Source: an optimization exercise on an open RTL-to-GDS flow (aim: small area, a short achievable clock period and few clock cycles per item). Production flows keep margins and buffers that such runs may drop. Function was not checked in any run shown here: the RTL went through the layout flow alone.

==> flow/design.v, too long to show whole: its modules and the start of the top module <==
// module winnow_key: 1933 lines
module winnow_key (
    input  wire        clk,
    input  wire        rst,
    input  wire        req_valid,
    output wire        req_ready,
    input  wire [31:0] req_period,
    input  wire [9:0]  req_n_inst,
    input  wire [15:0] req_i_pred,
    input  wire        req_pol,
    input  wire [15:0] req_p_sw,
    input  wire [7:0]  req_k_th,
    input  wire [7:0]  req_th_code,
    input  wire        cell_valid,
    output wire        cell_ready,
    input  wire        cell_last,
    input  wire [15:0] cell_vcap,
    input  wire [18:0] cell_tau,
    input  wire [23:0] cell_cgain,
    input  wire [7:0]  cell_temp,
    input  wire        cell_ins,
    input  wire [9:0]  cell_pos,
    output reg         out_valid,
    output reg         out_last,
    output reg  [33:0] out_ck
);
  // ...
==> flow/flow/run.sh <==
#!/bin/bash
set -euo pipefail
bash standard.sh "BUFFER_PORTS_ARGS=-buffer_cell sky130_fd_sc_hd__buf_4" finish > flow_make.log 2>&1
==> flow/standard.sh <==
#!/bin/bash
# synth_recipe.tcl (not shown) runs the flow's synth.tcl, then flattens the netlist and writes it again
# the make line also repeats each setting of config.mk as NAME=value (left out here)
make -C /OpenROAD-flow-scripts/flow DESIGN_CONFIG=/design/flow/config.mk WORK_HOME=/design/flow/orfs CLKGATE_MAP_FILE= SYNTH_SCRIPT=/design/flow/synth_recipe.tcl "${@:-finish}"
==> flow/config.mk <==
export PLATFORM = sky130hd
export DESIGN_NAME = winnow_key
export DESIGN_NICKNAME = winnow_key
export VERILOG_FILES = /design/flow/design.v
export SDC_FILE = /design/flow/constraint.sdc
export NUM_CORES = 4
export LEC_CHECK = 0
export ABC_AREA = 1
export CAP_MARGIN = 20
export CORE_MARGIN = 2
export CORE_UTILIZATION = 40
export SLEW_MARGIN = 20
==> flow/constraint.sdc <==
create_clock -name core_clock -period 25.0 [get_ports {clk}]
set_input_delay 5.0000 -clock core_clock [delete_from_list [all_inputs] [get_ports {clk}]]
set_output_delay 5.0000 -clock core_clock [all_outputs]
set_load 0.01 [all_outputs]
==> results.txt, run 1 <==
pre-CTS setup slack=about 19 ns; Core ar.=111100 um^2; register bank with the most flops=a_t; vias in the first global route=~35000; Non-Filler Instances=6891; clock root buffer=clkbuf_16; Non-clk invs=1161; Synth top area share=22.14%; clock latency (worst-skew pair)=0.63 ns; number of cell rows=122; Synth Area in XOR/XNOR=between 10% and 20%; total track usage=20.89%; Worst setup SP type=register; setup bufs post-CTS=0; n_taps=1488; Worst Setup End Kind=output port; flip-flop and latch count=410; first-pass GRT wire length=193600 um; multi-input logic area=30590 um^2; clock buffer count=65; Post-Layout Inst Area=49360 um^2; period utilisation layout=24.55%; fin. max-slew vios=0; final wirelength=120700 um; fillers=11150; top post-synthesis cells by area=fa_1 (22%), dfxtp_1 (15%), xnor2_1 (12%); # hold bufs at CTS=0; status=finished clean; critical setup path kind=register to output port; Die H=between 300 and 400 um
==> inputs of run 2 (changes only) <==
--- a/flow/design.v
+++ b/flow/design.v
@@ -18,43 +18,45 @@
     input  wire [23:0] cell_cgain,
     input  wire [7:0]  cell_temp,
     input  wire        cell_ins,
     input  wire [9:0]  cell_pos,
     output reg         out_valid,
     output reg         out_last,
     output reg  [33:0] out_ck
 );
-    localparam integer MS = 2;               
+    localparam integer MS = 3;               
     localparam integer MOD_CYC = (32 + MS - 1) / MS;   
+    localparam integer PW = MOD_CYC * MS;              
     localparam [5:0] READY_AT = (MOD_CYC >= 3) ? MOD_CYC - 3 : 0;
     reg        req_ready_r;
     reg        req_nld;        
     reg        cell_ready_r;
+    reg        cell_nrdy;      
     assign req_ready  = req_ready_r;
     assign cell_ready = cell_ready_r;
     reg [7:0]  r_one, r_two, r_neg;    
     reg        r_ip_sign, r_pol;
     reg [15:0] r_p_sw;
     reg [7:0]  r_k_th;
     reg [7:0]  r_th_code;
     reg [9:0]  r_n;
     reg [9:0]  rot;
-    reg [31:0] r_per;          
+    reg [PW-1:0] r_per;        
     reg [5:0]  mcnt;
     reg        mod_run;
-    wire req_fire  = req_valid && req_ready_r;
-    wire cell_fire = cell_valid && cell_ready_r;
+    wire req_fire  = req_valid && !req_nld;
+    wire cell_fire = cell_valid && !cell_nrdy;
     reg [9:0]  rem_c [0:MS];
     reg [10:0] rsh, rsub;
     integer mi;
     always @(*) begin
         rem_c[0] = rot;
         for (mi = 0; mi < MS; mi = mi + 1) begin
-            rsh  = {rem_c[mi], r_per[31 - mi]};
+            rsh  = {rem_c[mi], r_per[PW - 1 - mi]};
             rsub = rsh - {1'b0, r_n};
             rem_c[mi + 1] = rsub[10] ? rsh[9:0] : rsub[9:0];
         end
     end
     reg [7:0] ip_one, ip_two, ip_neg;
     reg [2:0] ipb;
     integer bi;
     always @(*) begin
@@ -66,53 +68,60 @@
         end
     end
     reg        a_v, a_last;
     always @(posedge clk) begin
         if (rst) begin
             req_ready_r  <= 1'b1;
             req_nld      <= 1'b0;
             cell_ready_r <= 1'b0;
+            cell_nrdy    <= 1'b1;
             mod_run      <= 1'b0;
             mcnt         <= 6'd0;
         end else begin
             if (req_fire) begin
                 req_ready_r <= 1'b0;
                 req_nld     <= 1'b1;
                 mod_run     <= 1'b1;
                 mcnt        <= 6'd0;
-                if (READY_AT == 0)
+                if (READY_AT == 0) begin
                     cell_ready_r <= 1'b1;
+                    cell_nrdy    <= 1'b0;
+                end
             end else if (a_v && a_last) begin
                 req_ready_r <= 1'b1;
                 req_nld     <= 1'b0;
             end
             if (mod_run) begin
                 mcnt <= mcnt + 6'd1;
-                if (mcnt + 6'd1 == READY_AT)
+                if (mcnt + 6'd1 == READY_AT) begin
                     cell_ready_r <= 1'b1;
+                    cell_nrdy    <= 1'b0;
+                end
                 if (mcnt + 6'd1 == MOD_CYC)
                     mod_run <= 1'b0;
             end
-            if (cell_fire && cell_last)
+            if (cell_fire && cell_last) begin
                 cell_ready_r <= 1'b0;
+                cell_nrdy    <= 1'b1;
+            end
         end
     end
     always @(posedge clk) begin
         if (!req_nld) begin
             r_one     <= ip_one;
             r_two     <= ip_two;
             r_neg     <= ip_neg;
             r_ip_sign <= req_i_pred[15];
             r_pol     <= req_pol;
             r_p_sw    <= req_p_sw;
             r_k_th    <= req_k_th;
             r_th_code <= req_th_code;
             r_n       <= req_n_inst;
-            r_per     <= req_period;
+            r_per     <= {{(PW - 32){1'b0}}, req_period};
             rot       <= 10'd0;
         end else begin
             r_per <= r_per << MS;
             if (mod_run)
                 rot <= rem_c[MS];
         end
     end
     reg [9:0] tau_one, tau_two, tau_neg;
==> results.txt, run 2 <==
status=finished clean (unchanged); net count reported at finish=6467 (was 6377); Synth async-reset ratio=0% (unchanged); initial antenna violation count=2 (was 1); data required time of the critical path=25.49 ns (was 20.00 ns); largest net degree at the start of global routing=62 (was 68); Critical Path Fanout Max=17 (was 4); top post-synthesis cells by area=fa_1 (22%), dfxtp_1 (15%), xnor2_1 (12%) (unchanged); total track usage=20.91% (was 20.89%); Worst path most repeated cell=nand2_1; post-synthesis cell type count=52 (was 59); most numerous cell in the Yosys netlist=inv_1 (unchanged); Post-synth EDFFs=68 (unchanged); Residual DRC=0 (unchanged); Core ar.=112300 um^2 (was 111100 um^2); CTS sink count=412 (was 410); hold path startpoint=a_pos[3]$_DFF_P_ (was s0_pos[9]$_DFF_P_); Initial DRT Pass Iterations=6 (unchanged); setup bufs post-CTS=0 (unchanged); Area Overhead vs Synth=10.06% (was 9.831%); vias=35910 (was 35340); Chip Width=340.4 um (was 339.2 um); final hold vios=0 (unchanged); sequential share of the synthesized area=19.72% (was 19.78%); dpl cells=6891 (was 6803); Worst setup SP type=register (unchanged); period utilisation layout=27.30% (was 24.55%); Die H=340.4 um (was 339.2 um); max_slew headroom=34.38% (was 35.93%); Synth top area share=22.02% (was 22.14%); Slew @ Worst Pin=0.9830 ns (was 0.9611 ns); #FFs+latches synth=412 (was 410); TNS Setup=0 ns (unchanged); ys flop type=dfxtp_1 (unchanged); multi-input logic area=30890 um^2 (was 30590 um^2); post-CTS sizing=0 (unchanged); gpl congestion=0.9337 (was 0.9248); H-tree depth=2 (unchanged); # hold bufs at CTS=0 (unchanged); most frequent cells in the layout=inv_1 (1128), xnor2_1 (613), nand2_1 (576) (was inv_1 (1121), xnor2_1 (607), o22ai_1 (561)); Max-cap violations=0 (unchanged); die area=115900 um^2 (was 115000 um^2); Final ANT Viol Nets=0 (unchanged); clk buf depth=3 (unchanged); Mapped Nets=6441 (was 6348); first-pass GRT wire length=195100 um (was 193600 um); commonest non-fill, non-tap cell in the layout=inv_1 (unchanged); Detailed Route Iter0 Violations=2832 (was 2880); max incr delay on CP=0.60 ns (was 0.38 ns); IO Port Bufs=211 (unchanged); Mapped Area=45270 um^2 (was 44940 um^2); Synth Warn #=2 (unchanged); Top Registers=a_t: 43 flops, out_ck: 34 flops, r_per: 33 flops (was a_t: 43 flops, out_ck: 34 flops, r_per: 32 flops); fmax=0.1465 GHz (was 0.1630 GHz); Setup violations, final=0 (unchanged); reg2reg start=r_n[1]$_DFFE_PN_ (was s0_ttwo[0]$_DFF_P_); final wirelength=121500 um (was 120700 um); Reg area=8929 um^2 (was 8889 um^2); CTS tree=done (unchanged); Largest register FFs=43 (unchanged); post-synth top area cell=fa_1 (unchanged); IO Pins=212 (unchanged); WL per Instance=17.39 um (was 17.52 um); Starting Density=40.30% (was 40.44%); critical setup path kind=register to register (was register to output port); clk_skew=0.02978 ns (was 0.02413 ns); critical path arrival=7.32 ns (was 1.14 ns); register bank with the most flops=a_t (unchanged); Worst Setup End Kind=register (was output port); fin. max-slew vios=0 (unchanged); CTS Buf Count=50 (was 47); share of cells above drive strength 1=7.112% (was 8.312%); Avg Cell Area, Syn=8.358 um^2 (was 8.423 um^2); Vias/cell=5.140 (was 5.128); Post-Synthesis Cells=5417 (was 5335); Period minus WS final=6.826 ns (was 6.137 ns); crit path from=r_n[1]$_DFFE_PN_ (was cell_ready_r$_SDFFE_PP0P_); vias in the first global route=35560 (was 35170); Congestion Overflow GR=0 (unchanged); clock root buffer=clkbuf_16 (unchanged); synth cell count leaders=inv_1 (1129), xnor2_1 (613), nand2_1 (576), o22ai_1 (563), fa_1 (498) (was inv_1 (1122), xnor2_1 (607), o22ai_1 (561), nand2_1 (519), fa_1 (497)); RSZ-0062 raised after global routing=false (unchanged); HPWL after DPL=96600 um (was 96690 um); Min-Delay Path Class=register to register (unchanged); number of cell rows=123 (was 122); clock latency (worst-skew pair)=0.64 ns (was 0.63 ns); Non-Filler Instances=6985 (was 6891); post-layout util=44.35% (was 44.42%); Slowest cell on crit path=xor2_1 (was dfxtp_1); Worst-path clk slew=0.06 ns (about the same); fillers=11240 (was 11150)
run 2: worst paths after layout:
path	to	slack, ns	depth (start not counted)
worst max-delay path	rot[9]$_SDFFE_PN0P_	18.17	34
worst min-delay path	b_pos[3]$_DFF_P_	0.31	0
worst max register to register	rot[9]$_SDFFE_PN0P_	18.17	34
worst min register to register	b_pos[3]$_DFF_P_	0.31	0
run 2: cell families (layout without fill, tap and decap cells):
| group | Yosys count | in the layout | synth area share, % |
|---|---|---|---|
| buf+inv | 1445 | 1512 | 12.05 |
| compound gates | 1033 | 1033 | 13.59 |
| simple gates | 936 | 936 | 8.512 |
| fa+ha+maj | 850 | 850 | 31.75 |
| xor+xnor | 741 | 741 | 14.38 |
| flops | 412 | 412 | 19.72 |
| other cells | 0 | 1 | 0 |
run 2: metal layers:
layer,global-route usage (%),vias up,part of all wire (%)
li1,-,17380,-
met1,29.10,17040,45
met2,33.38,1303,45
met3,3.508,176,7.6
met4,5.984,2,2.7
met5,0,-,0.011
run 2: layout make-up:
type	instances	area share, %
Inverter	1161	8.751
Tap cell	1500	3.766
Antenna cell	1	0.005022
Clock inverter	28	0.8286
Multi-Input combinational cell	3560	61.99
Timing Repair Buffer	258	3.887
Sequential cell	412	17.92
Clock buffer	65	2.850
run 2: critical path: cells and delay by family (launching register included):
family / cells / cell delay (ns)
compound gates: 12 / 2.28
xor+xnor: 1 / 0.60
simple gates: 15 / 1.52
fa+ha+maj: 3 / 1.31
flops: 1 / 0.51
buf+inv: 3 / 0.43
run 2: through the flow:
step / area (um^2) / worst slack, ns / hold slack, ns
global placement: 47990 / 18.32 / 0.3105
CTS: 49830 / 18.18 / 0.3048
global route: 49830 / 17.45 / 0.3209
floorplan: 45270 / 19.22 / 0.3096
finish: 49830 / 18.17 / 0.3076
detailed placement: 47990 / 18.22 / 0.3121

-- static timing again, ports no longer ideal --
No port has a modelled driver above. Below, the same layouts with a new extraction and two added sets of constraints.
Step 1: set_driving_cell puts a clkbuf_16 on clk and a buf_2 on each other input, an assumption about the parent block.
Step 2 also shifts input and output timing later by t, the mid clock arrival at the registers, as if the neighbouring blocks saw the same clock.
a / b / c = no drivers / after step 1 / after step 2; a / b = the first two.
| run | shift t [ns] | slack for setup (ns) | hold WS [ns] | worst data-port slew with drivers (ns) | pins driven straight from the clock port |
|---|---|---|---|---|---|
| run 1 | 0.683 | 18.863 / 18.796 / 19.028 | 0.324 / 0.324 / 0.324 | 0.08 | 1 |
| run 2 | 0.702 | 18.174 / 18.174 / 18.174 | 0.308 / 0.308 / 0.308 | 0.07 | 1 |
After both steps setup and hold are still met in every run listed.
